What follows belongs to an exercise in optimizing a design on an open flow for small area, a short achievable clock period and few clock cycles per item; a production flow would make more cautious choices. Function was checked by simulation only, so behaviour that the tests miss may differ from the original. Power is estimated from default activity; no workload was simulated.

## PW
## mx_quant
module mx_quant (
    input  wire        clk,
    input  wire        rst,
    input  wire        in_valid,
    output wire        in_ready,
    input  wire [31:0] in_data,
    input  wire [15:0] in_rand,
    input  wire [3:0]  in_fmt,
    input  wire [1:0]  in_rmode,
    output wire        out_valid,
    input  wire        out_ready,
    output wire [7:0]  out_elem,
    output wire [7:0]  out_scale,
    output wire        out_last
);
Size: roughly 3200 cells after synthesis, about 1700 flip-flops, ~77 I/O pins, ~42000 um2 of cells after synthesis.
clock: 28.0 ns
lec_check: 0
abc_area: 1
cap_margin: 20
core_margin: 2
core_utilization: 60
cts_cluster_diameter: 80
cts_cluster_size: 30
slew_margin: 20
standard.sh (not shown) runs the stock make flow with config.mk's settings and CLKGATE_MAP_FILE= SYNTH_SCRIPT=/design/flow/synth_recipe.tcl, a recipe that flattens the netlist after the stock synthesis.
==> flow/flow/run.sh <==
#!/bin/bash
# The standard layout (the standard.sh, unchanged synthesis), with two
# changes in how ORFS is asked to lay it out:
# - every input and output port gets a buf_2 as its port buffer.
set -euo pipefail
export SETUP_SLACK_MARGIN=21.4
export BUFFER_PORTS_ARGS="-buffer_cell sky130_fd_sc_hd__buf_2"
bash standard.sh > standard.log 2>&1
Testbench counts of PW, summed over its fixed seeds: cycles 12,560, items 384.
The following lists how MS was set up differently from PW:
--- a/flow/design.v
+++ b/flow/design.v
@@ -32,34 +32,33 @@
     endfunction
     function [22:0] dec_f;
         input [W-1:0] v;
         dec_f = {v[21:0], (v[29:22] == 8'hFF) || ((v[29:22] != 8'h00) && v[31])};
     endfunction
     reg  [5:0] head_n;    
     reg  [5:0] fill_n;    
-    reg  [5:0] hpos;      
     reg  [5:0] tpos;      
     reg        rdy;       
     reg        wfree;     
     wire       empty;
+    wire [5:0] cnt     = head_n + fill_n;
+    wire [6:0] hsum    = {1'b0, tpos} + {1'b0, cnt};
+    wire       head31  = (hsum == 7'd32) || (hsum == 7'd65);
     wire       fill_full = (fill_n == 6'd32);
     wire       xfer      = fill_full && (head_n == 6'd0);
     wire       blk_ok    = (head_n != 6'd0) || fill_full;
     wire [5:0] fill_eff  = xfer ? 6'd0 : fill_n;
     wire [5:0] head_eff  = xfer ? 6'd32 : head_n;
     reg        r32_v, out_v, q1_v;
     wire       out_fire = out_v && out_ready;
     wire [1:0] fl       = {1'b0, r32_v} + {1'b0, out_v} + {1'b0, q1_v};
     wire       credit   = (fl < 2'd2) || ((fl == 2'd2) && out_fire);
-    wire       issue    = credit && !empty && (hpos == 6'd31) && blk_ok;
+    wire       issue    = credit && !empty && head31 && blk_ok;
     assign in_ready = rdy;
     wire       ins      = in_valid && rdy;
-    reg  [5:0] cnt;       
-    wire [5:0] cnt_inc = cnt + 6'd1;
-    wire [5:0] cnt_dec = cnt - 6'd1;
     wire c0  = (cnt == 6'd0);
     assign empty = c0;
     wire c1  = (cnt == 6'd1);
     wire c32 = (cnt == 6'd32);
     wire c33 = (cnt == 6'd33);
     wire tp_wrap = (tpos == 6'd32);
     wire n_tp0   = ins || tp_wrap;
@@ -78,35 +77,23 @@
     always @(posedge clk) begin
         ring <= {ring[W*(NS-1)-1:0], wfree ? in_enc : st32};
     end
     always @(posedge clk) begin
         if (rst) begin
             head_n <= 6'd0;
             fill_n <= 6'd0;
-            cnt    <= 6'd0;
             rdy    <= 1'b1;
             wfree  <= 1'b1;
         end else begin
             head_n <= issue ? head_eff - 6'd1 : head_eff;
             fill_n <= ins ? fill_eff + 6'd1 : fill_eff;
             rdy    <= n_rdy;
             wfree  <= n_free;
-            case ({ins, issue})
-                2'b10:   cnt <= cnt_inc;
-                2'b01:   cnt <= cnt_dec;
-                default: cnt <= cnt;
-            endcase
         end
         tpos <= (ins || tp_wrap) ? 6'd0 : tpos + 6'd1;
-        if (empty)
-            hpos <= 6'd0;
-        else if (issue)
-            hpos <= 6'd31;
-        else
-            hpos <= (hpos == 6'd32) ? 6'd0 : hpos + 6'd1;
     end
     reg [7:0]  acc_max;
     reg        acc_nz;      
     reg        acc_spec;
     function [2:0] fmt_code;
         input [3:0] f;
         case (f)
@@ -181,36 +168,33 @@
             F_E2M3:  f_maxcode = 7'h1F;
             F_E2M1:  f_maxcode = 7'h07;
             F_INT8:  f_maxcode = 7'h7F;
             default: f_maxcode = 7'h7E;
         endcase
     endfunction
     wire        [4:0] c_emax = f_emax(fill_fmt);
-    wire signed [9:0] c_emin = f_emin(fill_fmt);
     wire        nz_zero = (acc_max == 8'd0) && !acc_nz;
     wire signed [9:0] nz_se  = $signed({2'b00, acc_max}) - $signed({5'd0, c_emax});
     wire              nz_low = nz_se < 10'sd0;
     wire        [7:0] nz_scale = nz_low ? 8'h00 : nz_se[7:0];
-    wire signed [9:0] nz_kb  = $signed({2'b00, nz_scale}) + c_emin;     
     reg        [7:0] h_scale;    
-    reg signed [9:0] h_kb;       
     reg        [2:0] h_fmt;
     reg        [1:0] h_rm;
     reg              h_zero;     
     always @(posedge clk) begin
         if (xfer) begin
             h_scale <= acc_spec ? 8'hFF : nz_zero ? 8'h00 : nz_scale;
-            h_kb    <= nz_kb;
             h_fmt   <= fill_fmt;
             h_rm    <= fill_rm;
             h_zero  <= acc_spec || nz_zero;
         end
     end
-    wire signed [9:0] m_kb  = xfer ? nz_kb : h_kb;
     wire        [2:0] m_fmt = xfer ? fill_fmt : h_fmt;
+    wire        [7:0] m_sc  = xfer ? nz_scale : h_scale;
+    wire signed [9:0] m_kb  = $signed({2'b00, m_sc}) + f_emin(m_fmt);      
     wire [7:0]  a_e = dec_e(st31);
     wire [22:0] a_f = dec_f(st31);
     wire        a_norm = (a_e != 8'd0);
     wire [23:0] a_m = {a_norm, a_f};
     reg  [4:0]  a_lz;      
     reg  [5:0]  a_tz;      
     integer k;
@@ -280,31 +264,34 @@
                 F_INT8:         c_elem = c_int;
                 F_E3M2, F_E2M3: c_elem = {2'b00, b_s, c_fp[4:0]};
                 F_E2M1:         c_elem = {4'b0000, b_s, c_fp[2:0]};
                 default:        c_elem = {b_s, c_fp[6:0]};
             endcase
         end
     end
-    wire [16:0] c_ent = {x_last, h_scale, c_elem};
-    reg [16:0] o_ent, q1_ent;
+    wire [8:0]  c_ent = {x_last, c_elem};
+    reg [8:0]  o_ent, q1_ent;
+    reg [7:0]  o_scale;
     always @(posedge clk) begin
         if (rst) begin
             out_v <= 1'b0;
             q1_v  <= 1'b0;
         end else begin
             if (!out_v || out_fire)
                 out_v <= q1_v || r32_v;
             if (q1_v)
                 q1_v <= !out_fire || r32_v;
             else
                 q1_v <= out_v && !out_fire && r32_v;
         end
         if (!out_v || out_fire)
             o_ent <= q1_v ? q1_ent : c_ent;
+        if ((!out_v || out_fire) && !(q1_v && !o_ent[8]))
+            o_scale <= h_scale;
         if (q1_v ? out_fire : (out_v && !out_fire))
             q1_ent <= c_ent;
     end
     assign out_valid = out_v;
     assign out_elem  = o_ent[7:0];
-    assign out_scale = o_ent[15:8];
-    assign out_last  = o_ent[16];
+    assign out_scale = o_scale;
+    assign out_last  = o_ent[8];
 endmodule
Notes after the runs:
Summary: with PW as the reference, area after synthesis in MS moved down by a few percent. Fmax delta (PW -> MS): insignificant. Changes observed in MS relative to PW: final-stage net count decreased 123, synthesized cell count -112. Comparing MS and PW, sequential cell count is higher on PW. In MS relative to PW, count of plain and timing-repair buffers in the layout had gone down by more than 10%. Measured against each other, MS and PW differ in hold slack, the lower figure coming from MS. Global-route usage over all layers of MS is on par with PW. Taking PW as the reference point, the wire length of MS falls by 3.0%. [diff] setup slack of the critical path after layout, MS relative to PW: improvement. MS vs PW: internal power consumption down in MS. [MS vs PW] via count of the first global-routing pass: lower in MS. Relative to PW, the final cell area reported for MS is lower. PW ended up with out_scale[5] as its worst setup path endpoint; MS ended up with out_scale[0].
Testbench counts of MS, summed over its fixed seeds: cycles 12,560, items 384.

==> separate check: timing with driven ports <==
The flow's constraints put no driver on any port. The routed layouts listed below were extracted and timed again, unchanged, in two steps.
Step 1 (the two cells are an assumption about what drives the block):
set clk [get_ports {clk}]
set_driving_cell -lib_cell sky130_fd_sc_hd__clkbuf_16 $clk
set_driving_cell -lib_cell sky130_fd_sc_hd__buf_2 [delete_from_list [all_inputs] $clk]
Step 2 adds t to the input delays and takes it off the output delays; t is the mean of the earliest and latest rising clock arrival at the registers after step 1. Input paths then give back, and output paths get back, about the clock's delay inside the block.
a / b / c = ideal / step 1 / step 2; a / b = the first two.
run | t (ns) | setup WS [ns] | worst hold slack (ns) | clock arrival spread, ns | worst slew at a driven data input, ns
PW | 0.692 | 21.120 / 21.058 / 20.790 | 0.307 / 0.307 / 0.307 | 0.038 / 0.037 | 0.04
MS | 0.694 | 21.134 / 21.072 / 20.827 | 0.301 / 0.301 / 0.301 | 0.035 / 0.035 | 0.10
After both steps every run listed still meets setup and hold. For PW, which loses most, drivers alone change the setup slack by -0.062 ns; drivers and shift together by -0.330 ns.
